From an optimization exercise on the open Yosys and OpenROAD flow, aimed at small area and a short achievable clock period; shortcuts taken in it are not production practice.
Only simulation tests tie the RTL to the original design; equivalence was not proved.

--- design/flow/config.mk ---
export PLATFORM = sky130hd
export DESIGN_NAME = tim_domains
export DESIGN_NICKNAME = tim_domains
export VERILOG_FILES = /design/flow/design.v
export SDC_FILE = /design/flow/constraint.sdc
export NUM_CORES = 4
export LEC_CHECK = 0
export CAP_MARGIN = 20
export CORE_MARGIN = 2
export CORE_UTILIZATION = 40
export CTS_CLUSTER_DIAMETER = 60
export CTS_CLUSTER_SIZE = 30
export SLEW_MARGIN = 20
--- design/flow/constraint.sdc ---
create_clock -name core_clock -period 45.0 [get_ports {clk}]
set_input_delay 9.0000 -clock core_clock [delete_from_list [all_inputs] [get_ports {clk}]]
set_output_delay 9.0000 -clock core_clock [all_outputs]
set_load 0.01 [all_outputs]
--- design/flow/design.v ---
module tim_domain (
    input  wire        clk,
    input  wire        rst,           
    input  wire        w_time,        
    input  wire [47:0] x_sec,
    input  wire [29:0] x_ns,
    input  wire        w_load,        
    input  wire        w_pstep,       
    input  wire        w_slew,        
    input  wire [29:0] x_slew_hi,
    input  wire        w_slew_lo0,    
    input  wire        w_rate,
    input  wire [24:0] x_rate,
    input  wire        w_valid,
    input  wire        x_valid,
    input  wire        w_hold,
    input  wire        x_hold,
    input  wire        w_pend,
    input  wire        x_pend_set,
    input  wire [77:0] x_pend_data,
    input  wire        w_thr,
    input  wire [26:0] x_thr,
    input  wire        w_sstep,
    input  wire [22:0] x_sstep,
    input  wire        w_steps,
    input  wire        w_href,
    input  wire [31:0] x_cnt_a,       
    input  wire        w_jref,
    input  wire [31:0] x_cnt_b,       
    output reg  [47:0] sec,
    output reg  [29:0] ns,
    output reg  [31:0] frac,
    output reg  [24:0] rate,          
    output reg         valid,
    output reg         hold,
    output reg  [61:0] slew,
    output reg  [31:0] steps,
    output reg  [31:0] jumps_refused,
    output reg  [31:0] hold_refused,
    output reg  [26:0] thr125,        
    output reg         pend_set,
    output reg  [77:0] pend_data,
    output wire [61:0] slew_a,        
    output wire        slew_a_lnz,    
    output wire [31:0] adv_frac,      
    output wire [1:0]  adv_e,         
    output wire [31:0] p2_frac,       
    output wire [31:0] p2_r,          
    output wire [23:0] slew_ceil,     
    output wire        slew_nz
);
    reg  [22:0] sstep;
    wire [23:0] s_full = {sstep, 1'b0};
    wire [23:0] sl_lo;
    wire        sl_ge;                                   
    td_add #(.W(24), .ARCH(1)) u_slo (.a(slew[23:0]), .b(~s_full), .ci(1'b1), .s(sl_lo), .co(sl_ge));
    wire        sl_hz = (slew[61:24] == 38'd0);
    wire        sl_lt = sl_hz && !sl_ge;                 
    reg  [37:0] sl_hi;
    reg         bw;
    integer     i;
    always @* begin
        bw = !sl_ge;
        for (i = 0; i < 38; i = i + 1) begin
            sl_hi[i] = slew[24 + i] ^ bw;
            bw       = bw & !slew[24 + i];
        end
    end
    assign slew_a = sl_lt ? 62'd0 : {sl_hi, sl_lo};
    assign slew_a_lnz = slew_a[31:0] != 32'd0;
    wire [23:0] absorb = sl_lt ? slew[23:0] : s_full;
    wire [33:0] f_x = {2'b00, frac};
    wire [33:0] f_y = {{9{rate[24]}}, rate};
    wire [33:0] f_z = ~{10'd0, absorb};
    wire [33:0] f_s = f_x ^ f_y ^ f_z;
    wire [33:0] f_c = {(f_x[32:0] & f_y[32:0]) | (f_x[32:0] & f_z[32:0]) | (f_y[32:0] & f_z[32:0]), 1'b1};
    wire [33:0] f;
    td_add #(.W(34), .ARCH(1)) u_f (.a(f_s), .b(f_c), .ci(1'b0), .s(f), .co());
    assign adv_frac = f[31:0];
    assign adv_e    = 2'd2 + f[33:32];
    wire [2:0]  ns_lo = {1'b0, ns[1:0]} + {1'b0, adv_e};
    wire        wrap  = ns_lo[2] && (ns[29:2] == 28'd249999999);
    reg  [27:0] ns_up;
    reg  [47:0] sec_up;
    reg         cy1, cy2;
    integer     i1, i2;
    always @* begin
        cy1 = ns_lo[2];
        for (i1 = 0; i1 < 28; i1 = i1 + 1) begin
            ns_up[i1] = ns[2 + i1] ^ cy1;
            cy1       = cy1 & ns[2 + i1];
        end
    end
    always @* begin
        cy2 = wrap;
        for (i2 = 0; i2 < 48; i2 = i2 + 1) begin
            sec_up[i2] = sec[i2] ^ cy2;
            cy2        = cy2 & sec[i2];
        end
    end
    wire [29:0] adv_ns = wrap ? {28'd0, ns_lo[1:0]} : {ns_up, ns_lo[1:0]};
    wire        p2_nb;                                    
    td_add #(.W(32), .ARCH(1)) u_p2 (.a(f[31:0]), .b(~slew_a[31:0]), .ci(1'b1), .s(p2_frac), .co(p2_nb));
    wire        bl    = !sl_lt && (slew[31:24] == 8'd0) && !sl_ge;
    wire [31:0] nh    = ~{2'b00, slew[61:32]};
    wire [2:0]  r_add = 3'd3 + {f[33], f[33:32]} + {2'd0, bl} - {2'd0, !p2_nb};
    wire [3:0]  r_lo  = {1'b0, nh[2:0]} + {1'b0, r_add};
    reg  [28:0] nh_up;
    reg         cy3;
    integer     i3;
    always @* begin
        cy3 = 1'b1;
        for (i3 = 0; i3 < 29; i3 = i3 + 1) begin
            nh_up[i3] = nh[3 + i3] ^ cy3;
            cy3       = cy3 & nh[3 + i3];
        end
    end
    assign p2_r = {r_lo[3] ? nh_up : nh[31:3], r_lo[2:0]};
    reg  [23:0] ceil_up;
    reg         cy4;
    integer     i4;
    always @* begin
        cy4 = slew[37:0] != 38'd0;
        for (i4 = 0; i4 < 24; i4 = i4 + 1) begin
            ceil_up[i4] = slew[38 + i4] ^ cy4;
            cy4         = cy4 & slew[38 + i4];
        end
    end
    assign slew_ceil = ceil_up;
    assign slew_nz   = slew != 62'd0;
    always @(posedge clk) begin
        if (w_time) begin
            sec <= x_sec;
            ns  <= x_ns;
        end else begin
            sec <= sec_up;
            ns  <= adv_ns;
        end
        frac        <= w_load ? 32'd0 : w_pstep ? p2_frac : adv_frac;
        slew[61:32] <= w_slew ? x_slew_hi : slew_a[61:32];
        slew[31:0]  <= w_slew_lo0 ? 32'd0 : slew_a[31:0];
        if (w_rate)  rate          <= x_rate;
        if (w_valid) valid         <= x_valid;
        if (w_hold)  hold          <= x_hold;
        if (w_steps) steps         <= x_cnt_a;
        if (w_href)  hold_refused  <= x_cnt_a;
        if (w_jref)  jumps_refused <= x_cnt_b;
        if (w_thr)   thr125        <= x_thr;
        if (w_sstep) sstep         <= x_sstep;
    end
    always @(posedge clk) begin
        if (w_pend && !rst) begin
            pend_set  <= x_pend_set;
            pend_data <= x_pend_data;
        end
    end
endmodule
module td_add #(
    parameter W    = 8,
    parameter ARCH = 1
) (
    input  wire [W-1:0] a,
    input  wire [W-1:0] b,
    input  wire         ci,
    output wire [W-1:0] s,
    output wire         co
);
    generate
        if (ARCH == 2) begin : g_tool
            assign {co, s} = {1'b0, a} + {1'b0, b} + {{W{1'b0}}, ci};
        end else if (ARCH == 0) begin : g_ripple
            reg [W-1:0] sr;
            reg         c;
            integer     i;
            always @* begin
                c = ci;
                for (i = 0; i < W; i = i + 1) begin
                    sr[i] = a[i] ^ b[i] ^ c;
                    c     = (a[i] & b[i]) | (c & (a[i] ^ b[i]));
                end
            end
            assign s  = sr;
            assign co = c;
        end else begin : g_bk
            reg [W-1:0] gg, pp, p0;
            integer     l, i;
            always @* begin
                p0 = a ^ b;
                gg = a & b;
                pp = p0;
                gg[0] = gg[0] | (pp[0] & ci);
                for (l = 0; (1 << l) < W; l = l + 1)
                    for (i = 0; i < W; i = i + 1)
                        if (((i + 1) % (1 << (l + 1))) == 0) begin
                            gg[i] = gg[i] | (pp[i] & gg[i - (1 << l)]);
                            pp[i] = pp[i] & pp[i - (1 << l)];
                        end
                for (l = 20; l >= 0; l = l - 1)
                    if ((2 << l) < W)
                        for (i = 0; i < W; i = i + 1)
                            if (i >= (2 << l) && ((i + 1) % (2 << l)) == (1 << l)) begin
                                gg[i] = gg[i] | (pp[i] & gg[i - (1 << l)]);
                                pp[i] = pp[i] & pp[i - (1 << l)];
                            end
            end
            assign s  = p0 ^ {gg[W-2:0], ci};
            assign co = gg[W-1];
        end
    endgenerate
endmodule
module tim_domains (
    input  wire        clk,
    input  wire        rst,             
    input  wire        cmd_valid,
    input  wire [2:0]  cmd_op,
    input  wire        cmd_dom,
    input  wire [77:0] cmd_data,
    input  wire        rd_dom,
    output wire [47:0] rd_sec,
    output wire [29:0] rd_ns,
    output wire [31:0] rd_frac,
    output wire [31:0] rd_rate,
    output wire        rd_valid,
    output wire        rd_holdover,
    output wire        rd_slewing,
    output wire [23:0] rd_slew_left,    
    output wire [31:0] rd_steps,
    output wire [31:0] rd_jumps_refused,
    output wire [31:0] rd_hold_refused
);
    localparam [2:0] OP_RATE   = 3'd0;
    localparam [2:0] OP_ADJ    = 3'd1;
    localparam [2:0] OP_SET    = 3'd2;
    localparam [2:0] OP_RESUME = 3'd3;
    localparam [2:0] OP_FORCE  = 3'd4;
    localparam [2:0] OP_THRESH = 3'd5;
    localparam [2:0] OP_SLEW   = 3'd6;
    localparam [31:0] RATE_MIN    = -32'sd8589935;
    localparam [30:0] RATE_MIN_LO = RATE_MIN[30:0];
    wire [47:0] sec   [0:1];
    wire [29:0] ns    [0:1];
    wire [31:0] frac  [0:1];
    wire [24:0] rate  [0:1];
    wire        valid [0:1];
    wire        hold  [0:1];
    wire [61:0] slew  [0:1];
    wire [31:0] steps [0:1];
    wire [31:0] jref  [0:1];
    wire [31:0] href  [0:1];
    wire [26:0] thr   [0:1];
    wire        pset  [0:1];
    wire [77:0] pdata [0:1];
    wire [61:0] slewa [0:1];
    wire        lnz   [0:1];
    wire [1:0]  ae    [0:1];
    wire [31:0] pr    [0:1];
    wire [23:0] sceil [0:1];
    wire        snz   [0:1];
    wire        w_time, w_load, w_pstep, w_slew, w_rate, w_valid, w_hold, w_pend;
    wire        w_thr, w_sstep, w_steps, w_jref, w_href;
    wire [47:0] x_sec;
    wire [29:0] x_ns;
    wire        x_slew_zero;
    wire [29:0] x_slew_hi;
    wire        x_valid;
    wire [24:0] x_rate;
    wire        x_hold;
    wire [26:0] x_thr;
    wire [22:0] x_sstep;
    wire [31:0] x_cnt_a, x_cnt_b;
    genvar d;
    generate
        for (d = 0; d < 2; d = d + 1) begin : dom
            wire hit = cmd_valid && (cmd_dom == d);
            tim_domain u_dom (
                .clk           (clk),
                .rst           (rst),
                .w_time        (rst || (hit && w_time)),
                .x_sec         (x_sec),
                .x_ns          (x_ns),
                .w_load        (rst || (hit && w_load)),
                .w_pstep       (hit && w_pstep),
                .w_slew        (rst || (hit && w_slew)),
                .x_slew_hi     (x_slew_hi),
                .w_slew_lo0    (rst || (hit && w_slew && x_slew_zero)),
                .w_rate        (rst || (hit && w_rate)),
                .x_rate        (x_rate),
                .w_valid       (rst || (hit && w_valid)),
                .x_valid       (x_valid),
                .w_hold        (rst || (hit && w_hold)),
                .x_hold        (x_hold),
                .w_pend        (hit && w_pend),
                .x_pend_set    (cmd_op == OP_SET),
                .x_pend_data   (cmd_data),
                .w_thr         (rst || (hit && w_thr)),
                .x_thr         (x_thr),
                .w_sstep       (rst || (hit && w_sstep)),
                .x_sstep       (x_sstep),
                .w_steps       (rst || (hit && w_steps)),
                .w_href        (rst || (hit && w_href)),
                .x_cnt_a       (x_cnt_a),
                .w_jref        (rst || (hit && w_jref)),
                .x_cnt_b       (x_cnt_b),
                .sec           (sec[d]),
                .ns            (ns[d]),
                .frac          (frac[d]),
                .rate          (rate[d]),
                .valid         (valid[d]),
                .hold          (hold[d]),
                .slew          (slew[d]),
                .steps         (steps[d]),
                .jumps_refused (jref[d]),
                .hold_refused  (href[d]),
                .thr125        (thr[d]),
                .pend_set      (pset[d]),
                .pend_data     (pdata[d]),
                .slew_a        (slewa[d]),
                .slew_a_lnz    (lnz[d]),
                .adv_frac      (),
                .adv_e         (ae[d]),
                .p2_frac       (),
                .p2_r          (pr[d]),
                .slew_ceil     (sceil[d]),
                .slew_nz       (snz[d])
            );
        end
    endgenerate
    wire        c       = cmd_dom;
    wire [47:0] sec_c   = sec[c];
    wire [29:0] ns_c    = ns[c];
    wire        valid_c = valid[c];
    wire        hold_c  = hold[c];
    wire [29:0] thr_c   = {thr[c], 3'd0};
    wire        pset_c  = pset[c];
    wire [77:0] pdata_c = pdata[c];
    wire [29:0] H       = slewa[c][61:32];
    wire        Lnz     = lnz[c];
    wire is_rate  = cmd_op == OP_RATE;
    wire is_adj   = cmd_op == OP_ADJ;
    wire is_set   = cmd_op == OP_SET;
    wire is_res   = cmd_op == OP_RESUME;
    wire is_force = cmd_op == OP_FORCE;
    wire is_thr   = cmd_op == OP_THRESH;
    wire is_slew  = cmd_op == OP_SLEW;
    wire is_jump  = is_adj || is_set;
    wire [47:0] set_sec = cmd_data[77:30];
    wire [29:0] set_ns  = cmd_data[29:0];
    wire [48:0] dsec;
    td_add #(.W(49), .ARCH(1)) u_dsec (.a({1'b0, set_sec}), .b(~{1'b0, sec_c}), .ci(1'b1), .s(dsec), .co());
    wire near = ((dsec[48:2] == 47'd0) && (dsec[1:0] != 2'd3)) ||
                ((dsec[48:2] == {47{1'b1}}) && dsec[1]);
    wire [2:0]  dsl = set_sec[2:0] - sec_c[2:0];
    reg  [34:0] kd;
    always @* begin
        case (dsl)
            3'd1:    kd = 35'd1000000000;
            3'd2:    kd = 35'd2000000000;
            3'd7:    kd = -35'sd1000000000;
            3'd6:    kd = -35'sd2000000000;
            default: kd = 35'd0;
        endcase
    end
    wire [32:0] ds_x = {3'd0, set_ns};
    wire [32:0] ds_y = ~{3'd0, ns_c};
    wire [32:0] ds_k = kd[32:0];
    wire [32:0] ds_s = ds_x ^ ds_y ^ ds_k;
    wire [32:0] ds_c = {(ds_x[31:0] & ds_y[31:0]) | (ds_x[31:0] & ds_k[31:0]) | (ds_y[31:0] & ds_k[31:0]), 1'b1};
    wire [32:0] dset;
    td_add #(.W(33), .ARCH(1)) u_dset (.a(ds_s), .b(ds_c), .ci(1'b0), .s(dset), .co());
    wire [32:0] delta = is_set ? dset : {cmd_data[31], cmd_data[31:0]};
    wire        d_neg = delta[32];
    wire        d_big = delta[32:30] != 3'd0;        
    wire        c1lo;
    td_add #(.W(30), .ARCH(1)) u_c1 (.a(delta[29:0]), .b(~thr_c), .ci(1'b0), .s(), .co(c1lo));
    wire        c1 = !d_neg && (d_big || c1lo);
    wire [29:0] hd;
    wire        hd_ge;                                
    td_add #(.W(30), .ARCH(1)) u_hd (.a(H), .b(~delta[29:0]), .ci(1'b1), .s(hd), .co(hd_ge));
    wire        stepcase = !d_neg && (d_big || !hd_ge);
    wire [32:0] c2_x = delta;
    wire [32:0] c2_y = {3'd0, thr_c};
    wire [32:0] c2_z = ~{3'd0, H};
    wire [32:0] c2_s = c2_x ^ c2_y ^ c2_z;
    wire [32:0] c2_c = {(c2_x[31:0] & c2_y[31:0]) | (c2_x[31:0] & c2_z[31:0]) | (c2_y[31:0] & c2_z[31:0]), !Lnz};
    wire [32:0] c2r;
    td_add #(.W(33), .ARCH(1)) u_c2 (.a(c2_s), .b(c2_c), .ci(1'b0), .s(c2r), .co());
    wire refuse   = (is_set && !near) || c1 || (d_neg && c2r[32]);
    wire jump_ok  = is_jump && valid_c && !hold_c && !refuse;
    wire jump_ref = is_jump && valid_c && !hold_c && refuse;
    wire forcing  = is_force && hold_c;
    wire fadj     = forcing && !pset_c;
    wire fset     = forcing && pset_c;
    wire load0    = is_set && !valid_c;
    wire [32:0] s_x = is_set ? 33'd0 : {3'd0, ns_c};
    wire [32:0] s_y = is_force ? {pdata_c[31], pdata_c[31:0]} :
                      is_set   ? {3'd0, set_ns} :
                                 {cmd_data[31], cmd_data[31:0]};
    wire [32:0] s_z = is_force ? {31'd0, ae[c]} : {pr[c][31], pr[c]};
    wire [32:0] s_s = s_x ^ s_y ^ s_z;
    wire [32:0] s_c = {(s_x[31:0] & s_y[31:0]) | (s_x[31:0] & s_z[31:0]) | (s_y[31:0] & s_z[31:0]), 1'b0};
    wire [32:0] s;
    td_add #(.W(33), .ARCH(1)) u_s (.a(s_s), .b(s_c), .ci(1'b0), .s(s), .co());
    function ge_c(input [32:0] x, input [32:0] cst);
        integer n;
        begin
            ge_c = 1'b1;
            for (n = 0; n < 33; n = n + 1)
                ge_c = cst[n] ? (x[n] & ge_c) : (x[n] | ge_c);
        end
    endfunction
    wire [32:0] s_u  = {~s[32], s[31:0]};
    wire ge_p3 = ge_c(s_u, 33'd3000000000 ^ (33'd1 << 32));
    wire ge_p2 = ge_c(s_u, 33'd2000000000 ^ (33'd1 << 32));
    wire ge_p1 = ge_c(s_u, 33'd1000000000 ^ (33'd1 << 32));
    wire ge_0  = !s[32];
    wire ge_m1 = ge_c(s_u, (-33'sd1000000000) ^ (33'd1 << 32));
    wire ge_m2 = ge_c(s_u, (-33'sd2000000000) ^ (33'd1 << 32));
    reg  [3:0]  k;
    always @* begin
        if      (ge_p3) k = 4'd3;
        else if (ge_p2) k = 4'd2;
        else if (ge_p1) k = 4'd1;
        else if (ge_0)  k = 4'd0;
        else if (ge_m1) k = 4'd15;
        else if (ge_m2) k = 4'd14;
        else            k = 4'd13;
    end
    reg  [29:0] kns;
    always @* begin
        case (k)
            4'd3:    kns = 30'h0d2fa200;   
            4'd2:    kns = 30'h08ca6c00;
            4'd1:    kns = 30'h04653600;
            4'd15:   kns = 30'h3b9aca00;
            4'd14:   kns = 30'h37359400;
            4'd13:   kns = 30'h32d05e00;
            default: kns = 30'd0;
        endcase
    end
    wire [29:0] st_ns;
    td_add #(.W(30), .ARCH(1)) u_stns (.a(s[29:0]), .b(kns), .ci(1'b0), .s(st_ns), .co());
    wire [3:0]  kk    = k + (is_set ? dsec[3:0] : 4'd0);
    wire [4:0]  sl5   = {2'b00, sec_c[2:0]} + {kk[3], kk};
    wire        up1   = !sl5[4] && sl5[3];
    wire        dn1   = sl5[4];
    reg  [44:0] sec_hi;
    reg         ao, az;
    integer     j1;
    always @* begin
        ao = up1;
        az = dn1;
        for (j1 = 0; j1 < 45; j1 = j1 + 1) begin
            sec_hi[j1] = sec_c[3 + j1] ^ (ao | az);
            ao         = ao & sec_c[3 + j1];
            az         = az & !sec_c[3 + j1];
        end
    end
    wire [47:0] st_sec = {sec_hi, sl5[2:0]};
    wire        loading = load0 || fset;
    wire [77:0] ld      = fset ? pdata_c : cmd_data;
    assign w_time  = loading || fadj || (jump_ok && stepcase);
    assign w_load  = loading;
    assign w_pstep = jump_ok && stepcase;
    assign x_sec   = {48{!rst}} & (loading ? ld[77:30] : st_sec);
    assign x_ns    = {30{!rst}} & (loading ? ld[29:0]  : st_ns);
    assign w_slew      = jump_ok || fset;
    assign x_slew_zero = fset || stepcase;
    assign x_slew_hi   = {30{!(x_slew_zero || rst)}} & hd;
    wire [31:0] rate_in = cmd_data[31:0];
    wire rate_hi = !rate_in[31] && ge_c({2'd0, rate_in[30:0]}, 33'd8589936);
    wire rate_lo =  rate_in[31] && !ge_c({2'd0, rate_in[30:0]}, {2'd0, RATE_MIN_LO});
    assign w_rate = is_rate && !hold_c;
    assign x_rate = {25{!rst}} & (rate_hi ? 25'd8589935 : rate_lo ? -25'sd8589935 : rate_in[24:0]);
    assign w_valid = load0;
    assign x_valid = !rst;
    assign w_hold  = jump_ref || is_res || is_force;
    assign x_hold  = jump_ref && !rst;
    assign w_pend  = jump_ref;
    wire [19:0] thr_in  = (cmd_data[19:0] == 20'd0) ? 20'd1 : cmd_data[19:0];
    assign w_thr   = is_thr;
    wire [26:0] thr125 = {thr_in, 7'd0} - {5'd0, thr_in, 2'd0} + {7'd0, thr_in};     
    assign x_thr   = ({27{!rst}} & thr125) | ({27{rst}} & 27'd125000);             
    wire [11:0] ppm_in  = cmd_data[11:0];
    wire [9:0]  ppm_eff = (ppm_in == 12'd0) ? 10'd1 : (ppm_in > 12'd1000) ? 10'd1000 : ppm_in[9:0];
    assign w_sstep = is_slew;
    wire [22:0] sstep_in = ppm_eff * 23'd4295;
    assign x_sstep = ({23{!rst}} & sstep_in) | ({23{rst}} & 23'd859000);           
    wire inc_href  = hold_c && (is_rate || (is_jump && valid_c));
    wire inc_steps = load0 || forcing || (jump_ok && stepcase);
    wire [31:0] cnt_a = (hold_c && !is_force) ? href[c] : steps[c];
    wire [31:0] cnt_b = jref[c];
    wire [31:0] inc_a, inc_b;
    wire        full_a, full_b;
    td_add #(.W(32), .ARCH(1)) u_cnta (.a(cnt_a), .b(32'd0), .ci(1'b1), .s(inc_a), .co(full_a));
    td_add #(.W(32), .ARCH(1)) u_cntb (.a(cnt_b), .b(32'd0), .ci(1'b1), .s(inc_b), .co(full_b));
    assign x_cnt_a = {32{!rst}} & (full_a ? cnt_a : inc_a);
    assign x_cnt_b = {32{!rst}} & (full_b ? cnt_b : inc_b);
    assign w_steps = inc_steps;
    assign w_jref  = jump_ref;
    assign w_href  = inc_href;
    assign rd_sec           = sec[rd_dom];
    assign rd_ns            = ns[rd_dom];
    assign rd_frac          = frac[rd_dom];
    assign rd_rate          = {{7{rate[rd_dom][24]}}, rate[rd_dom]};
    assign rd_valid         = valid[rd_dom];
    assign rd_holdover      = hold[rd_dom];
    assign rd_slewing       = snz[rd_dom];
    assign rd_slew_left     = sceil[rd_dom];
    assign rd_steps         = steps[rd_dom];
    assign rd_jumps_refused = jref[rd_dom];
    assign rd_hold_refused  = href[rd_dom];
endmodule
--- design/flow/flow/run.sh ---
#!/bin/bash
# The standard layout (standard.sh, all steps, its own synthesis), with
# two changes:
# - the buffer that ORFS puts on every input and output port is a plain
#   sky130_fd_sc_hd__buf_2 rather than the cell buffer_ports picks by itself
#   (a clkdlybuf4s50_1 delay buffer, 0.5 ns on every port);
# - ORFS's timing repair aims for SETUP_SLACK_MARGIN ns of setup slack on
#   the worst path (TNS_END_PERCENT 0: the worst path only), so that it also
#   shortens the paths that set the achieved period.
# The clock, its period and all constraints are the standard flow's, unchanged. make's
# output goes to standard.log, each tool's to orfs/logs/.
set -euo pipefail
bash standard.sh "BUFFER_PORTS_ARGS=-buffer_cell sky130_fd_sc_hd__buf_2" \
    SETUP_SLACK_MARGIN=26 TNS_END_PERCENT=0 finish > standard.log 2>&1
--- design/flow/standard.sh ---
#!/bin/bash
# synth_recipe.tcl (not shown) runs the flow's synth.tcl, then flattens the netlist and writes it again
# the make line also repeats each setting of config.mk as NAME=value (left out here)
make -C /OpenROAD-flow-scripts/flow DESIGN_CONFIG=/design/flow/config.mk WORK_HOME=/design/flow/orfs CLKGATE_MAP_FILE= SYNTH_SCRIPT=/design/flow/synth_recipe.tcl "${@:-finish}"
==> impl_results.md, run 1 <==
- Worst hold path class: register to register
- Setup crit end kind: primary output
- Fillers: 16710
- Most used DFF post-synth: edfxtp_1
- Critical Path AT: 10.18 ns
- Library cells used by synthesis: 113
- Final Hold Violating Endpoints: 0
- Final WL: 238000 um
- CP max stage cell: bufbuf_16
- Grt ovf: 0
- Critical path's largest stage delay: 0.30 ns
- Run status: complete, no violations
- Worst Path Buf+Inv: 5
- Largest family of logic cells by synthesized area: adder cells
- Synth area leader: edfxtp_1
- Fmax: 0.0521 GHz
- Most common cell in the netlist: ha_1
- Starting DRT DRC Count: 4035
- Non-Filler Instances: 9878
- Total track usage: 25.5%
- Crit path max-delay family: buffers and inverters
- Worst slew margin: 22.2%
- Largest net degree at the start of global routing: 77
- Ys Warns: 8
- Mapped Cells: 7145
- DP HPWL: 178000 um
- Layout cell share with drive strength beyond 1: 17.2%
- Syn Nets: 8502
- # H-tree levels: 3
- Clock latency (worst-skew pair): 0.75 ns
- Vias in the first global route: 55270
- Slew @ Worst Pin: 1.16 ns
- DR vias/cell: 5.65
- Full die area: 181000 um2
- Worst Skew: 0.0436 ns
- Clk buf depth: 3
- CTS Buf Count: 98
- Vias: 55804
- Worst-path maximum fanout: 16
- Mapped cell area: 70800 um2
- Compound-gate portion of the synthesized area: 12.8%
- Syn Area/Cell: 9.92 um2
- Chip height: 425 um
- Clk root buf: clkbuf_16
- I/O Buffers: 350
- Synth top area cells: edfxtp_1 (21%), ha_1 (17%), dfxtp_1 (9.7%)
- Worst EP required: 36.00 ns
- Routability cong.: 0.971
- RSZ-0062 raised after global routing: true
- Initial antenna violation count: 33
- Post-Synth Simple-Gate Area: 11.8%
- Post-synth top cells: ha_1 (937), inv_1 (831), nor2_1 (526)
- Crit path cell chain: buf_16 > buf_16 > buf_4 > bufbuf_16 > o21ai_1 > buf_2
- Drt drc: 0
- Post-CTS Hold Fix Bufs: 0
- Clock transition at the registers of the reported paths: 0.06 ns
- Initial core utilization: 40.2%
- Routed Antenna Nets: 0
- Register area share after synthesis: 31.1%
- Post-layout minimum cycle time: 19.18 ns
- Share of synthesized cell area in full adder, half adder and majority cells: 26.0%
- Period utilization: 42.6%
- Critical Setup Path Class: input pin to primary output
- Post-synth ARST share: 0%
- First-pass GRT wire length: 349000 um
- CP Launch Type: input pin
- Area Growth Syn to Fin: 13.9%
- Yosys reg bits: 848
- Final setup fails: 0
- Core ar.: 176000 um2
- Count of TritonRoute iterations in the first routing pass: 6
- Post-synth EDFFs: 504
- CTS tree: yes
- Placed cell areas: 75100 um2
- Top cell by count, worst path: buf_16
- DIE WIDTH: 425 um
- Finished Cell Area: 80700 um2
- Final nets: 8788
- Dpl cells: 9599
- Clock Sinks: 848
- Post-synthesis mux area share: 8.75%
- Final core occ: 45.8%
- Max_cap viols: 0
- Setup TNS: 0 ns
- Routed WL per cell: 24.1 um
- Final Max Tran Viols: 0
- Area share of the largest cell type after synthesis: 21.4%
- Row cnt: 154
- # IOs: 351
- Synth Area in XOR/XNOR: 3.21%
[through the flow]
| stage | setup slack, ns | hold WS, ns |
|---|---|---|
| 2_1_floorplan | 25.38 | 0.464 |
| 3_3_place_gp | 23.63 | 0.591 |
| 5_1_grt | 25.65 | 0.645 |
| 3_5_place_dp | 23.56 | 0.588 |
| 6_report | 25.82 | 0.605 |
| 4_1_cts | 25.85 | 0.606 |
[state kept, by name (all words and copies together) (netlist names), 46 cells and up]
name and count:
dom.u_dom.pend_data 156, dom.u_dom.slew 124, dom.u_dom.sec 96, dom.u_dom.frac 64
dom.u_dom.hold_refused 64, dom.u_dom.jumps_refused 64, dom.u_dom.steps 64, dom.u_dom.ns 60
dom.u_dom.thr125 54, dom.u_dom.rate 50, dom.u_dom.sstep 46
[metal layers]
metal | global-route usage (%) | wire length [um]
met1 | 32.7 | 98700
met2 | 42.3 | 112000
met3 | 4.03 | 15200
met4 | 11.7 | 12000
met5 | 0 | 115
[kinds of logic (layout without fill, tap and decap cells)]
group | count (synthesis) | count (layout)
adders and majority gates | 1271 | 1271
and+or+nand+nor | 1715 | 1715
other | 0 | 22
muxes | 529 | 529
buffers and inverters | 1150 | 1518
AOI/OAI and AO/OA | 1374 | 1377
xor gates and xnor gates | 258 | 258
DFF | 848 | 848
[tightest hold or removal path: stages (launching register included)]
cell     delay [ns]
dfxtp_1        0.33
xnor2_1        0.16
o32ai_1        0.07
[final timing paths]
check,cells past startpoint,end,from,slack (ns)
setup / recovery,6,rd_frac[23],rd_dom,25.82
hold / removal,2,dom[1].u_dom.sec[47],dom[1].u_dom.sec[47],0.61
setup reg to reg,88,dom[1].u_dom.ns[29],dom[1].u_dom.sstep[1],26.60
hold reg to reg,2,dom[1].u_dom.sec[47],dom[1].u_dom.sec[47],0.61
[cell usage in the layout (no fill, tap or decap), drive strengths merged, types with 43 or more instances in the layout]
master    n
ha      937
inv     863
nor2    527
edfxtp  504
buf     481
nand2   405
dfxtp   344
fa      334
o21ai   313
mux2    303
a21oi   299
nand3   208
mux2i   192
a211oi  161
a21o    154
xnor2   146
clkbuf  113
xor2    111
nor3    108
o21a     75
nor4     75
nand4    74
nand2b   68
nor2b    52
o22ai    49
and3     46
and2     43
[layout make-up]
cell class	count	area [um2]	area share, %
Antenna cell	22	55.1	0.0682
Clock buffer	106	2500	3.10
Clock inverter	79	997	1.24
Inverter	836	3150	3.90
Multi-Input combinational cell	5150	45600	56.4
Sequential cell	848	22000	27.3
Tap cell	2340	2930	3.63
Timing Repair Buffer	497	3500	4.34
[repair_timing]
item                       CTS  global route
buffers inserted            20            27
pin swaps                   29            75
gates resized for setup    125           127
setup endpoints to repair  735           514
gates cloned                16             8
==> inputs of run 2 (changes only) <==
==> design/flow/config.mk (replaced) <==
export PLATFORM = sky130hd
export DESIGN_NAME = tim_domains
export DESIGN_NICKNAME = tim_domains
export VERILOG_FILES = /design/flow/design.v
export SDC_FILE = /design/flow/constraint.sdc
export NUM_CORES = 4
export LEC_CHECK = 0
export ABC_AREA = 1
export CAP_MARGIN = 20
export CORE_MARGIN = 2
export CORE_UTILIZATION = 40
export SLEW_MARGIN = 20
==> run 2 against run 1 <==
  * Sequential share of layout area shrank 0.084 points
  * Die area shrank 2.0%
  * Core utilization grew 1.2 points
  * Synthesized area shrank 2.0%
  * Fmax shrank 0.49%
  * Critical path type unchanged
  * Largest cell class unchanged
  * Highest routed layer unchanged
==> impl_results.md, run 2 <==
- Run status: complete, no violations (unchanged)
- R2r endpoint: dom[1].u_dom.sec[3] (was dom[1].u_dom.ns[29])
- Routed WL per cell: 20.7 um (was 24.1 um)
- I/O Buffers: 350 (unchanged)
- Vias in the first global route: 57172 (was 55270)
- Core ar.: 172000 um2 (was 176000 um2)
- Clk root buf: clkbuf_16 (unchanged)
- Max_cap viols: 0 (unchanged)
- First-pass GRT wire length: 344000 um (was 349000 um)
- Most common cell in the netlist: nand2_1 (was ha_1)
- Largest register FFs: 156 (unchanged)
- Yosys reg bits: 848 (unchanged)
- Critical Path AT: 10.27 ns (was 10.18 ns)
- Mapped cell area: 69400 um2 (was 70800 um2)
- Critical Setup Path Class: input pin to primary output (unchanged)
- Worst Skew: 0.0346 ns (was 0.0436 ns)
- Post-CTS Hold Fix Bufs: 0 (unchanged)
- Fmax: 0.0519 GHz (was 0.0521 GHz)
- Initial core utilization: 40.3% (was 40.2%)
- Final setup fails: 0 (unchanged)
- Synth area leader: edfxtp_1 (unchanged)
- Syn Nets: 9680 (was 8502)
- Post-synth top cells: nand2_1 (1591), inv_1 (1284), ha_1 (937) (was ha_1 (937), inv_1 (831), nor2_1 (526))
- Vias: 58381 (was 55804)
- CTS Buf Count: 104 (was 98)
- Area share of the largest cell type after synthesis: 21.8% (was 21.4%)
- Clock Sinks: 848 (unchanged)
- Post-synth EDFFs: 504 (unchanged)
- Starting DRT DRC Count: 4403 (was 4035)
- CP Launch Type: input pin (unchanged)
- FF/Latch Area: 22000 um2 (about the same)
- Hold_sp: dom[1].u_dom.slew[0] (was dom[1].u_dom.sec[47])
- Total track usage: 25.5% (about the same)
- Final Hold Violating Endpoints: 0 (unchanged)
- RSZ-0062 raised after global routing: true (unchanged)
- Most used DFF post-synth: edfxtp_1 (unchanged)
- DR vias/cell: 5.26 (was 5.65)
- Drt drc: 0 (unchanged)
- R2R Path Start: dom[1].u_dom.sstep[2] (was dom[1].u_dom.sstep[1])
- # H-tree levels: 3 (unchanged)
- Worst slew margin: 23.4% (was 22.2%)
- Count of TritonRoute iterations in the first routing pass: 6 (unchanged)
- Routed Antenna Nets: 0 (unchanged)
- Clk buf depth: 3 (unchanged)
- Post-layout minimum cycle time: 19.27 ns (was 19.18 ns)
- Hold Crit Depth: 2 (unchanged)
- Clock latency (worst-skew pair): 0.74 ns (was 0.75 ns)
- # IOs: 351 (unchanged)
- Setup WS post-layout: 25.73 ns (was 25.82 ns)
- Commonest non-fill, non-tap cell in the layout: nand2_1 (was ha_1)
- Mapped Cells: 8323 (was 7145)
- Syn Area/Cell: 8.34 um2 (was 9.92 um2)
- Grt ovf: 0 (unchanged)
- Post-synth ARST share: 0% (unchanged)
- Final nets: 10055 (was 8788)
- Area Growth Syn to Fin: 16.6% (was 13.9%)
- Clock transition at the registers of the reported paths: 0.06 ns (about the same)
- DIE WIDTH: 421 um (was 425 um)
- Largest net degree at the start of global routing: 109 (was 77)
- Full die area: 177000 um2 (was 181000 um2)
- Register area share after synthesis: 31.7% (was 31.1%)
- CTS tree: yes (unchanged)
- Footprint of the multi-input gates: 43200 um2 (was 45600 um2)
- Hold endpoint: dom[1].u_dom.slew[0] (was dom[1].u_dom.sec[47])
- Final Max Tran Viols: 0 (unchanged)
- Biggest regs: dom.u_dom.pend_data: 156 flops, dom.u_dom.slew: 124 flops, dom.u_dom.sec: 96 flops (unchanged)
- Pre-CTS setup slack: 22.33 ns (was 23.56 ns)
- Ys Warns: 8 (unchanged)
- Initial antenna violation count: 40 (was 33)
- Fillers: 16394 (was 16710)
- Reg2Reg Setup Slack: 26.18 ns (was 26.60 ns)
- Worst EP required: 36.00 ns (about the same)
- Library cells used by synthesis: 67 (was 113)
- Chip height: 421 um (was 425 um)
- Final WL: 230000 um (was 238000 um)
- Most frequent cells in the layout: nand2_1 (1557), inv_1 (1251), ha_1 (900) (was ha_1 (921), inv_1 (819), nor2_1 (513))
- Setup crit end kind: primary output (unchanged)
- Setup TNS: 0 ns (unchanged)
- Layout cell share with drive strength beyond 1: 14.5% (was 17.2%)
- Period utilization: 42.8% (was 42.6%)
- Routability cong.: 0.919 (was 0.971)
- Largest register by flop count: dom.u_dom.pend_data (unchanged)
- Row cnt: 152 (was 154)
- Worst-path maximum fanout: 72 (was 16)
- Reg2reg path depth: 115 (was 88)
- DP HPWL: 168000 um (was 178000 um)
- Slew @ Worst Pin: 1.14 ns (was 1.16 ns)
- Synth top area cells: edfxtp_1 (22%), ha_1 (17%), dfxtp_1 (9.9%) (was edfxtp_1 (21%), ha_1 (17%), dfxtp_1 (9.7%))
- Worst hold path class: register to register (unchanged)
## run 2: changes by cell type after synthesis, moves of 87 or more
cell	change
a211oi_1	-108
o21ai_0	+623
nand2_1	+1193
mux2_2	-299
a21o_1	-119
inv_1	+453
a21oi_1	+87
mux2i_1	-154
## run 2: layer usage
metal | GRT usage (%) | wire length, um | vias up
met3 | 3.41 | 12200 | 385
met2 | 42.9 | 109000 | 1650
met5 | 0 | 139 | -
met1 | 32.8 | 97400 | 28030
met4 | 10.7 | 10700 | 22
li1 | - | - | 28294
## run 2: layout make-up
class / instances / share of cell area, %
inverters: 1296 / 6.08
multi-input cells: 5846 / 53.4
clock inverters: 56 / 0.671
well taps: 2310 / 3.57
flip-flops and latches: 848 / 27.2
clock buffers: 138 / 3.68
diodes: 13 / 0.0402
repair buffers: 602 / 5.35
## run 2: cells by family after synthesis
group,share of synthesized area (%)
xor gates and xnor gates,2.77
buffers and inverters,9.17
muxes,0.389
AOI/OAI and AO/OA,12.8
DFF,31.7
and+or+nand+nor,16.6
adders and majority gates,26.5
## run 2: how the worst max path moves through the flow
stage	from	end	slack, ns	cells past startpoint
2_1_floorplan	cmd_dom	dom[0].u_dom.sec[47]	25.52	65
3_3_place_gp	dom[0].u_dom.sstep[0]	dom[0].u_dom.sec[46]	22.70	113
3_5_place_dp	dom[0].u_dom.sstep[0]	dom[0].u_dom.sec[47]	22.33	119
4_1_cts	rd_dom	rd_ns[5]	25.74	5
5_1_grt	dom[0].u_dom.slew[5]	dom[0].u_dom.sec[47]	25.41	122
6_report	rd_dom	rd_ns[2]	25.73	5
## run 2: worst max-delay path, stage by stage
cell and delay, ns:
buf_16 0.14, buf_16 0.17, buf_16 0.19, o21ai_2 0.47, buf_2 0.22
## run 2: metrics by stage
| stage | area, um2 | hold WS (ns) | util (%) | std cells |
|---|---|---|---|---|
| 2_1_floorplan | 69500 | 0.469 | - | 8323 |
| 3_3_place_gp | 73200 | 0.489 | 42.6 | 10701 |
| 3_5_place_dp | 73200 | 0.499 | 42.6 | 10701 |
| 4_1_cts | 79300 | 0.508 | 46.1 | 11025 |
| 5_1_grt | 81000 | 0.551 | 47.0 | 11106 |
| 6_report | 81000 | 0.517 | 47.0 | 11109 |
## run 2: timing repair
item	4_1_cts	5_1_grt
gates cloned	20	4
pin swaps	112	182
setup buffers	110	64
endpoints found under the setup margin	875	836
resized for setup	299	247
==> inputs of run 3 (changes only) <==
--- a/design/flow/config.mk
+++ b/design/flow/config.mk
@@ -5,8 +5,8 @@
 export SDC_FILE = /design/flow/constraint.sdc
 export NUM_CORES = 4
 export LEC_CHECK = 0
-export ABC_AREA = 1
 export CAP_MARGIN = 20
 export CORE_MARGIN = 2
 export CORE_UTILIZATION = 40
+export PLACE_DENSITY = 0.75
 export SLEW_MARGIN = 20
==> run 3 against run 2 <==
  * Fmax is 0.57% higher
  * Cell count is 11% lower
  * Sequential share of layout area is 0.27 points higher
  * Flip-flop and latch count stayed put
  * Die area is 2.0% higher
  * Still clean
  * Synthesized area is 2.0% higher
  * Via count is 2.5% lower
==> impl_results.md, run 3 <==
- Run status: complete, no violations (unchanged)
- Top cell by count, worst path: buf_16 (unchanged)
- Post-synth ARST share: 0% (unchanged)
- Largest net degree at the start of global routing: 109 (unchanged)
- Post-layout minimum cycle time: 19.16 ns (was 19.27 ns)
- CTS Buf Count: 98 (was 104)
- Post-synthesis mux area share: 8.75% (was 0.389%)
- Most frequent cells in the layout: ha_1 (923), inv_1 (817), nor2_1 (513) (was nand2_1 (1557), inv_1 (1251), ha_1 (900))
- Critical Setup Path Class: input pin to primary output (unchanged)
- Setup TNS: 0 ns (unchanged)
- CP Launch Type: input pin (unchanged)
- Clk buf depth: 3 (unchanged)
- Share of synthesized cell area in full adder, half adder and majority cells: 26.0% (was 26.5%)
- Worst EP required: 36.00 ns (about the same)
- Placed cell areas: 75100 um2 (was 73200 um2)
- Commonest non-fill, non-tap cell in the layout: ha_1 (was nand2_1)
- Register area share after synthesis: 31.1% (was 31.7%)
- Final WL: 237000 um (was 230000 um)
- Period utilization: 42.6% (was 42.8%)
- DIE WIDTH: 425 um (was 421 um)
- Yosys reg bits: 848 (unchanged)
- Post-synth EDFFs: 504 (unchanged)
- Most common cell in the netlist: ha_1 (was nand2_1)
- Slew @ Worst Pin: 1.24 ns (was 1.14 ns)
- Chip height: 425 um (was 421 um)
- Hold Crit Depth: 2 (unchanged)
- Mapped Cells: 7145 (was 8323)
- Top Metal Used: met5 (unchanged)
- Routed Antenna Nets: 0 (unchanged)
- Row cnt: 154 (was 152)
- Post-CTS Hold Fix Bufs: 0 (unchanged)
- Initial antenna violation count: 35 (was 40)
- Clock transition at the registers of the reported paths: 0.06 ns (about the same)
- Reg2reg path depth: 89 (was 115)
- Routability cong.: 1.04 (was 0.919)
- Clock latency (worst-skew pair): 0.78 ns (was 0.74 ns)
- I/O Buffers: 350 (unchanged)
- Worst slew margin: 16.8% (was 23.4%)
- Finished Cell Area: 80200 um2 (was 81000 um2)
- Largest family of logic cells by synthesized area: adder cells (unchanged)
- Post-Synth Simple-Gate Area: 11.8% (was 16.6%)
- Routed met1 length: 94300 um (was 97400 um)
- Synth area leader: edfxtp_1 (unchanged)
- Final nets: 8764 (was 10055)
- Vias in the first global route: 57078 (was 57172)
- Initial core utilization: 40.2% (was 40.3%)
- CP max stage cell: mux2_2 (was o21ai_2)
- Most used DFF post-synth: edfxtp_1 (unchanged)
- Final setup fails: 0 (unchanged)
- Vias: 56915 (was 58381)
- Fmax: 0.0522 GHz (was 0.0519 GHz)
- Setup crit end kind: primary output (unchanged)
- Largest register by flop count: dom.u_dom.pend_data (unchanged)
- Synth top area cells: edfxtp_1 (21%), ha_1 (17%), dfxtp_1 (9.7%) (was edfxtp_1 (22%), ha_1 (17%), dfxtp_1 (9.9%))
- Post-synth top cells: ha_1 (937), inv_1 (831), nor2_1 (526) (was nand2_1 (1591), inv_1 (1284), ha_1 (937))
- Final Max Tran Viols: 0 (unchanged)
- Largest register FFs: 156 (unchanged)
- Synth Area in XOR/XNOR: 3.21% (was 2.77%)
- Mapped cell area: 70800 um2 (was 69400 um2)
- Library cells used by synthesis: 113 (was 67)
- Fillers: 16394 (unchanged)
- Core ar.: 176000 um2 (was 172000 um2)
- Syn Area/Cell: 9.92 um2 (was 8.34 um2)
- Full die area: 181000 um2 (was 177000 um2)
- Area share of the largest cell type after synthesis: 21.4% (was 21.8%)
- Crit path cell chain: buf_16 > buf_16 > mux2_2 > buf_2 (was buf_16 > buf_16 > buf_16 > o21ai_2 > buf_2)
- Critical Path AT: 10.16 ns (was 10.27 ns)
- Count of TritonRoute iterations in the first routing pass: 6 (unchanged)
- Biggest regs: dom.u_dom.pend_data: 156 flops, dom.u_dom.slew: 124 flops, dom.u_dom.sec: 96 flops (unchanged)
- Compound-gate portion of the synthesized area: 12.8% (about the same)
- Syn Nets: 8502 (was 9680)
- Clk root buf: clkbuf_16 (unchanged)
- DP HPWL: 177000 um (was 168000 um)
- DR vias/cell: 5.78 (was 5.26)
- Final core occ: 45.5% (was 47.0%)
- Layout cell share with drive strength beyond 1: 16.8% (was 14.5%)
- # IOs: 351 (unchanged)
- Drt drc: 0 (unchanged)
- Starting DRT DRC Count: 5131 (was 4403)
- Met2 Wirelength: 108000 um (was 109000 um)
- CTS tree: yes (unchanged)
- WL met3: 18500 um (was 12200 um)
- Dpl cells: 9595 (was 10701)
- Worst hold path class: register to register (unchanged)
- RSZ-0062 raised after global routing: true (unchanged)
- Clock Sinks: 848 (unchanged)
- Critical path's largest stage delay: 0.47 ns (about the same)
- Final Hold Violating Endpoints: 0 (unchanged)
- # H-tree levels: 3 (unchanged)
- Non-Filler Instances: 9851 (was 11109)
- Area Growth Syn to Fin: 13.1% (was 16.6%)
- Routed WL per cell: 24.1 um (was 20.7 um)
- Grt ovf: 0 (unchanged)
- Worst Skew: 0.0429 ns (was 0.0346 ns)
- Worst-path maximum fanout: 17 (was 72)
- First-pass GRT wire length: 352000 um (was 344000 um)
- Total track usage: 25.6% (was 25.5%)
- Max_cap viols: 0 (unchanged)
- Ys Warns: 8 (unchanged)
[run 3: changes by cell type after synthesis, moves of 87 or more]
cell,previous run,this run
mux2i_1,27,181
a21o_1,32,151
inv_1,1284,831
a211oi_1,53,161
a21oi_1,386,299
mux2_2,0,299
nand2_1,1591,398
o21ai_0,917,294
[run 3: cell type report]
cell class,count,area (um2),area share (%)
clock buffers,135,2780,3.46
multi-input cells,5147,45400,56.6
flip-flops and latches,848,22000,27.5
diodes,19,47.5,0.0593
clock inverters,50,744,0.929
well taps,2340,2930,3.65
inverters,836,3150,3.94
repair buffers,476,3110,3.88
[run 3: layer usage]
layer / vias to the layer above / GRT usage [%]
met1: 27910 / 32.4
li1: 25886 / -
met3: 603 / 3.85
met2: 2498 / 41.1
met4: 18 / 15.8
met5: - / 0
[run 3: worst max-delay path: cells and delay by family]
| kind | cells | cell delay, ns |
|---|---|---|
| multiplexers | 1 | 0.47 |
| buffers and inverters | 3 | 0.63 |
[run 3: final timing paths]
check	end	slack (ns)	start
setup reg to reg	dom[1].u_dom.ns[29]	26.54	dom[0].u_dom.sstep[1]
setup / recovery	rd_ns[3]	25.84	rd_dom
hold / removal	dom[1].u_dom.sec[47]	0.59	dom[1].u_dom.sec[47]
hold reg to reg	dom[1].u_dom.sec[47]	0.59	dom[1].u_dom.sec[47]
[run 3: through the flow]
| stage | hold slack, ns | setup slack [ns] |
|---|---|---|
| 5_1_grt | 0.639 | 25.66 |
| 4_1_cts | 0.594 | 25.84 |
| 3_3_place_gp | 0.578 | 24.23 |
| 6_report | 0.592 | 25.84 |
| 3_5_place_dp | 0.584 | 24.14 |
| 2_1_floorplan | 0.464 | 25.38 |
[run 3: kinds of logic (layout without fill, tap and decap cells)]
logic type / count (synthesis) / after routing
mux: 529 / 529
simple gates: 1715 / 1715
compound gates: 1374 / 1374
fa+ha+maj: 1271 / 1271
other cells: 0 / 19
buf+inv: 1150 / 1497
flops: 848 / 848
xor+xnor: 258 / 258
[run 3: what timing repair did]
action / in CTS / in global routing
endpoints found under the setup margin: 488 / 474
pin swaps: 23 / 73
setup buffers: 10 / 27
gates cloned: 10 / 4
gates resized for setup: 89 / 120
==> inputs of run 4 (changes only) <==
--- a/design/flow/flow/run.sh
+++ b/design/flow/flow/run.sh
@@ -11,4 +11,4 @@
 # output goes to standard.log, each tool's to orfs/logs/.
 set -euo pipefail
 bash standard.sh "BUFFER_PORTS_ARGS=-buffer_cell sky130_fd_sc_hd__buf_2" \
-    SETUP_SLACK_MARGIN=26 TNS_END_PERCENT=0 finish > standard.log 2>&1
+    SETUP_SLACK_MARGIN=26.6 TNS_END_PERCENT=0 finish > standard.log 2>&1
--- a/design/flow/config.mk
+++ b/design/flow/config.mk
@@ -8,5 +8,4 @@
 export CAP_MARGIN = 20
 export CORE_MARGIN = 2
 export CORE_UTILIZATION = 40
-export PLACE_DENSITY = 0.75
 export SLEW_MARGIN = 20
==> run 4 against run 3 <==
  * Largest cell class unchanged
  * Core utilization grew 0.38 points
  * Clock skew fell by 0.018 ns
  * Sequential share of layout area fell by 0.22 points
  * Non-clock buffer count rose by 31
  * Flip-flop and latch count unchanged
  * First-iteration DRC count shrank 20%
  * Synthesized cell count is the same
  * Setup slack better by 0.0060 ns
  * Still clean
  * Register-to-register slack lost 0.02 ns
  * Synthesized area did not move
  * Highest routed layer unchanged
  * Critical path type unchanged
==> impl_results.md, run 4 <==
- Run status: complete, no violations (unchanged)
- Vias: 55762 (was 56915)
- Final Hold Violating Endpoints: 0 (unchanged)
- Post-synth ARST share: 0% (unchanged)
- Syn Area/Cell: 9.92 um2 (unchanged)
- Worst Skew: 0.0252 ns (was 0.0429 ns)
- Final Max Tran Viols: 0 (unchanged)
- CTS tree: yes (unchanged)
- Routed Antenna Nets: 0 (unchanged)
- DP HPWL: 178000 um (was 177000 um)
- Routed WL per cell: 24.1 um (about the same)
- # IOs: 351 (unchanged)
- Mapped Cells: 7145 (unchanged)
- Setup crit end kind: primary output (unchanged)
- Commonest non-fill, non-tap cell in the layout: ha_1 (unchanged)
- Largest register by flop count: dom.u_dom.pend_data (unchanged)
- Clock transition at the registers of the reported paths: 0.06 ns (about the same)
- RSZ-0062 raised after global routing: true (unchanged)
- Critical Setup Path Class: input pin to primary output (unchanged)
- Register area share after synthesis: 31.1% (unchanged)
- Setup TNS: 0 ns (unchanged)
- Syn Nets: 8502 (unchanged)
- CTS Buf Count: 100 (was 98)
- R2r endpoint: dom[1].u_dom.ns[29] (unchanged)
- Area share of the largest cell type after synthesis: 21.4% (unchanged)
- R2R Path Start: dom[0].u_dom.sstep[1] (unchanged)
- Worst-path maximum fanout: 31 (was 17)
- Final nets: 8800 (was 8764)
- Synth top area cells: edfxtp_1 (21%), ha_1 (17%), dfxtp_1 (9.7%) (unchanged)
- Most common cell in the netlist: ha_1 (unchanged)
- Clk buf depth: 3 (unchanged)
- DR vias/cell: 5.64 (was 5.78)
- Chip height: 425 um (unchanged)
- Hold endpoint: dom[1].u_dom.sec[47] (unchanged)
- Most frequent cells in the layout: ha_1 (919), inv_1 (817), nor2_1 (511) (was ha_1 (923), inv_1 (817), nor2_1 (513))
- Layout cell share with drive strength beyond 1: 17.3% (was 16.8%)
- Post-layout minimum cycle time: 19.16 ns (about the same)
- Largest register FFs: 156 (unchanged)
- Period utilization: 42.6% (about the same)
- Clk root buf: clkbuf_16 (unchanged)
- Fmax: 0.0522 GHz (about the same)
- Post-synth top cells: ha_1 (937), inv_1 (831), nor2_1 (526) (unchanged)
- Reg2reg path depth: 87 (was 89)
- DIE WIDTH: 425 um (unchanged)
- Yosys reg bits: 848 (unchanged)
- Routability cong.: 0.971 (was 1.04)
- Max_cap viols: 0 (unchanged)
- Library cells used by synthesis: 113 (unchanged)
- Hold Crit Depth: 2 (unchanged)
- Area Growth Syn to Fin: 14.1% (was 13.1%)
- Slew @ Worst Pin: 1.18 ns (was 1.24 ns)
- Critical Path AT: 10.16 ns (about the same)
- Post-synth EDFFs: 504 (unchanged)
- CP Launch Type: input pin (unchanged)
- # H-tree levels: 3 (unchanged)
- Worst EP required: 36.00 ns (about the same)
- Clock Sinks: 848 (unchanged)
- Core ar.: 176000 um2 (unchanged)
- Hold_sp: dom[1].u_dom.sec[47] (unchanged)
- Worst hold path class: register to register (unchanged)
- Final WL: 238000 um (was 237000 um)
- Worst slew margin: 21.2% (was 16.8%)
- Starting DRT DRC Count: 4110 (was 5131)
- Initial core utilization: 40.2% (unchanged)
- WHS: 0.604 ns (was 0.592 ns)
- Row cnt: 154 (unchanged)
- Clock latency (worst-skew pair): 0.74 ns (was 0.78 ns)
- First-pass GRT wire length: 349000 um (was 352000 um)
- Final setup fails: 0 (unchanged)
- Drt drc: 0 (unchanged)
- Reg2Reg Setup Slack: 26.52 ns (was 26.54 ns)
- Total track usage: 25.6% (about the same)
- Ys Warns: 8 (unchanged)
- Grt ovf: 0 (unchanged)
- Most used DFF post-synth: edfxtp_1 (unchanged)
- Full die area: 181000 um2 (unchanged)
- Largest net degree at the start of global routing: 77 (was 109)
- Final core occ: 45.9% (was 45.5%)
- Mapped cell area: 70800 um2 (unchanged)
- I/O Buffers: 350 (unchanged)
- Count of TritonRoute iterations in the first routing pass: 6 (unchanged)
- Initial antenna violation count: 32 (was 35)
- Synth area leader: edfxtp_1 (unchanged)
- Vias in the first global route: 55260 (was 57078)
- Biggest regs: dom.u_dom.pend_data: 156 flops, dom.u_dom.slew: 124 flops, dom.u_dom.sec: 96 flops (unchanged)
[run 4: worst max-delay path by stage]
stage                          startpoint                   endpoint  slack (ns)  depth (start not counted)
finish                             rd_dom                 rd_rate[8]       25.84                          6
global route        dom[1].u_dom.sstep[1]        dom[0].u_dom.ns[29]       25.63                         90
CTS                                rd_dom            rd_slew_left[3]       25.86                          6
detailed placement                 rd_dom                rd_rate[28]       23.56                          6
global placement                   rd_dom           rd_slew_left[19]       23.63                          6
floorplan                         cmd_dom  dom[0].u_dom.pend_data[0]       25.38                         46
[run 4: cell families after synthesis]
logic type	Yosys count	synth area share (%)
buffers and inverters	1150	6.38
and+or+nand+nor	1715	11.8
muxes	529	8.75
AOI/OAI and AO/OA	1374	12.8
adders and majority gates	1271	26.0
xor gates and xnor gates	258	3.21
DFF	848	31.1
[run 4: stage by stage]
stage	area, um2	setup WS, ns	instances
floorplan	71100	25.38	7145
global placement	75100	23.63	9599
detailed placement	75100	23.56	9599
CTS	79600	25.86	9824
global route	80800	25.63	9882
finish	80800	25.84	9890
[run 4: area by class of cell]
type | count | area, um2
repair buffers | 507 | 3730
fillers | 16700 | 95300
inverters | 836 | 3150
clock buffers | 137 | 2810
diodes | 21 | 52.6
clock inverters | 51 | 422
well taps | 2340 | 2930
multi-input cells | 5150 | 45700
flip-flops and latches | 848 | 22000
[run 4: metal layers]
metal  track usage [%]  routed length [um]  up-vias
li1                  -                   -    26004
met4              12.2               12100       16
met1              32.8               98800    27458
met3              3.87               15100      439
met5                 0                  98        -
met2              42.1              112000     1845
[run 4: what timing repair did]
item	in CTS	in global routing
buffers inserted	21	36
gates resized for setup	169	148
hold buffers	0	0
pin swaps	29	91
endpoints found under the setup margin	816	808
gates cloned	16	8
[run 4: worst max-delay path, cell delays in order]
cell       delay, ns
buf_16          0.13
buf_16          0.15
buf_4           0.17
bufbuf_16       0.30
o21ai_0         0.21
buf_2           0.17
==> inputs of run 5 (changes only) <==
--- a/design/flow/flow/run.sh
+++ b/design/flow/flow/run.sh
@@ -11,4 +11,4 @@
 # output goes to standard.log, each tool's to orfs/logs/.
 set -euo pipefail
 bash standard.sh "BUFFER_PORTS_ARGS=-buffer_cell sky130_fd_sc_hd__buf_2" \
-    SETUP_SLACK_MARGIN=26.6 TNS_END_PERCENT=0 finish > standard.log 2>&1
+    SETUP_SLACK_MARGIN=25.5 TNS_END_PERCENT=0 finish > standard.log 2>&1
==> run 5 against run 4 <==
  * Synthesized area is the same
  * Cell count shrank 0.50%
  * Worst hold slack is essentially flat
  * Global-route usage shrank 0.35 points
  * Still clean on timing, DRC and antenna
  * Clock-buffer cell count is the same
  * Setup slack lost 0.42 ns
  * Largest cell class unchanged
  * Sequential share of layout area grew 0.44 points
==> impl_results.md, run 5 <==
- Run status: complete, no violations (unchanged)
- Register area share after synthesis: 31.1% (unchanged)
- Syn Area/Cell: 9.92 um2 (unchanged)
- Worst Skew: 0.0293 ns (was 0.0252 ns)
- Clock transition at the registers of the reported paths: 0.06 ns (about the same)
- Max_cap viols: 0 (unchanged)
- Top cell by count, worst path: buf_16 (unchanged)
- Library cells used by synthesis: 113 (unchanged)
- Critical path's largest stage delay: 0.37 ns (was 0.30 ns)
- Largest register by flop count: dom.u_dom.pend_data (unchanged)
- Vias in the first global route: 55056 (was 55260)
- Commonest non-fill, non-tap cell in the layout: ha_1 (unchanged)
- Core ar.: 176000 um2 (unchanged)
- Setup TNS: 0 ns (unchanged)
- Setup crit end kind: primary output (unchanged)
- Final core occ: 45.2% (was 45.9%)
- Full die area: 181000 um2 (unchanged)
- # H-tree levels: 3 (unchanged)
- Dpl cells: 9599 (unchanged)
- Yosys reg bits: 848 (unchanged)
- Crit path cell chain: buf_16 > buf_16 > buf_16 > buf_16 > mux2_2 > buf_2 (was buf_16 > buf_16 > buf_4 > bufbuf_16 > o21ai_0 > buf_2)
- Post-synth ARST share: 0% (unchanged)
- Starting DRT DRC Count: 4039 (was 4110)
- Placed cell areas: 75100 um2 (unchanged)
- Final Hold Violating Endpoints: 0 (unchanged)
- I/O Buffers: 350 (unchanged)
- Critical Path AT: 10.58 ns (was 10.16 ns)
- DR vias/cell: 5.62 (was 5.64)
- # IOs: 351 (unchanged)
- Clock latency (worst-skew pair): 0.74 ns (about the same)
- Non-Filler Instances: 9841 (was 9890)
- Largest net degree at the start of global routing: 77 (unchanged)
- Worst EP required: 36.00 ns (about the same)
- Mapped cell area: 70800 um2 (unchanged)
- Clk root buf: clkbuf_16 (unchanged)
- Synth area leader: edfxtp_1 (unchanged)
- CTS tree: yes (unchanged)
- Post-synth EDFFs: 504 (unchanged)
- WHS: 0.604 ns (about the same)
- Final nets: 8751 (was 8800)
- Biggest regs: dom.u_dom.pend_data: 156 flops, dom.u_dom.slew: 124 flops, dom.u_dom.sec: 96 flops (unchanged)
- Largest register FFs: 156 (unchanged)
- Final setup fails: 0 (unchanged)
- CP Launch Type: input pin (unchanged)
- Syn Nets: 8502 (unchanged)
- Most common cell in the netlist: ha_1 (unchanged)
- Total track usage: 25.2% (was 25.6%)
- Most used DFF post-synth: edfxtp_1 (unchanged)
- Routed Antenna Nets: 0 (unchanged)
- DP HPWL: 178000 um (unchanged)
- CP max stage cell: mux2_2 (was bufbuf_16)
- CTS Buf Count: 100 (unchanged)
- Period utilization: 43.5% (was 42.6%)
- Layout cell share with drive strength beyond 1: 16.1% (was 17.3%)
- Grt ovf: 0 (unchanged)
- Worst hold path class: register to register (unchanged)
- Setup WS post-layout: 25.42 ns (was 25.84 ns)
- Row cnt: 154 (unchanged)
- RSZ-0062 raised after global routing: true (unchanged)
- Clock Sinks: 848 (unchanged)
- Chip height: 425 um (unchanged)
- Synth top area cells: edfxtp_1 (21%), ha_1 (17%), dfxtp_1 (9.7%) (unchanged)
- Count of TritonRoute iterations in the first routing pass: 6 (unchanged)
- Ys Warns: 8 (unchanged)
- Initial core utilization: 40.2% (unchanged)
- Worst slew margin: 21.7% (was 21.2%)
- Critical Setup Path Class: input pin to primary output (unchanged)
- Final WL: 234000 um (was 238000 um)
- Initial antenna violation count: 32 (unchanged)
- Routability cong.: 0.971 (unchanged)
- Slew @ Worst Pin: 1.17 ns (was 1.18 ns)
- Vias: 55292 (was 55762)
- Hold_sp: dom[1].u_dom.sec[47] (unchanged)
- Fmax: 0.0511 GHz (was 0.0522 GHz)
- Post-synth top cells: ha_1 (937), inv_1 (831), nor2_1 (526) (unchanged)
- Worst-path maximum fanout: 63 (was 31)
- Drt drc: 0 (unchanged)
- Pre-CTS setup slack: 23.56 ns (unchanged)
- Most frequent cells in the layout: ha_1 (928), inv_1 (820), nor2_1 (513) (was ha_1 (919), inv_1 (817), nor2_1 (511))
- Critical Path Source: rd_dom (unchanged)
- Area Growth Syn to Fin: 12.3% (was 14.1%)
- First-pass GRT wire length: 345000 um (was 349000 um)
- Fillers: 16811 (was 16700)
- Reg2Reg Setup Slack: 26.12 ns (was 26.52 ns)
- Mapped Cells: 7145 (unchanged)
- Post-CTS Hold Fix Bufs: 0 (unchanged)
- Post-layout minimum cycle time: 19.58 ns (was 19.16 ns)
- Final Max Tran Viols: 0 (unchanged)
- Routed WL per cell: 23.8 um (was 24.1 um)
- DIE WIDTH: 425 um (unchanged)
- Finished Cell Area: 79600 um2 (was 80800 um2)
- R2R Path Start: dom[0].u_dom.sstep[1] (unchanged)
- Clk buf depth: 3 (unchanged)
- Area share of the largest cell type after synthesis: 21.4% (unchanged)
run 5: cell counts after synthesis:
Identical to the previous run, type by type.
run 5: what timing repair did:
item                                    4_1_cts  5_1_grt
endpoints found under the setup margin      406      351
cloned                                        6        4
pin swaps                                     9       59
buffers inserted                              4       18
gates resized for setup                      58      109
run 5: cell type report:
| class | instances | area, um2 | area share [%] |
|---|---|---|---|
| multi-input combinational | 5149 | 45300 | 56.9 |
| clock buffer | 137 | 2810 | 3.53 |
| inverter | 836 | 3150 | 3.96 |
| antenna | 21 | 52.6 | 0.0661 |
| timing repair buffer | 459 | 2890 | 3.63 |
| clock inverter | 51 | 422 | 0.530 |
| sequential | 848 | 22000 | 27.7 |
| tap | 2340 | 2930 | 3.68 |
run 5: worst paths after layout:
| check | end | depth (start not counted) |
|---|---|---|
| max | rd_slew_left[3] | 6 |
| min | dom[1].u_dom.sec[47] | 2 |
| max reg2reg | dom[1].u_dom.ns[23] | 90 |
| min reg2reg | dom[1].u_dom.sec[47] | 2 |
run 5: routing by layer:
metal	vias up	global-route usage, %	wire [um]
met4	22	12.1	11700
met1	27177	32.4	98000
met5	-	0	134
li1	25905	-	-
met3	427	3.96	14500
met2	1761	41.4	110000
run 5: logic make-up after synthesis:
group           after synthesis  share of synthesized area (%)
compound gates             1374                           12.8
xor+xnor                    258                           3.21
fa+ha+maj                  1271                           26.0
buf+inv                    1150                           6.38
flops                       848                           31.1
mux                         529                           8.75
simple gates               1715                           11.8
run 5: worst max-delay path: cells and delay by family:
kind | cells | cell delay, ns
multiplexers | 1 | 0.37
buffers and inverters | 5 | 1.10

afterwards: timing with drivers on the ports:
No port has a modelled driver above. Below, the same layouts with a new extraction and two added sets of constraints. Step 1: set_driving_cell puts a clkbuf_16 on clk and a buf_2 on each other input, an assumption about the parent block. Step 2 also shifts input and output timing later by t, the mid clock arrival at the registers, as if the neighbouring blocks saw the same clock. a / b / c = ideal / step 1 / step 2; a / b = the first two.
run	t (ns)	setup WS [ns]	worst hold slack (ns)
run 1	0.809	25.822 / 25.513 / 25.376	0.605 / 0.605 / 0.605
run 2	0.811	25.728 / 25.531 / 24.950	0.517 / 0.517 / 0.517
run 3	0.835	25.837 / 25.625 / 25.365	0.592 / 0.592 / 0.592
run 4	0.811	25.843 / 25.521 / 25.311	0.604 / 0.604 / 0.604
run 5	0.816	25.424 / 25.241 / 24.913	0.604 / 0.604 / 0.604
After both steps setup and hold are still met in every run listed. The setup slack of run 2, which loses most, moves by -0.197 ns with the drivers and by -0.778 ns with both steps.
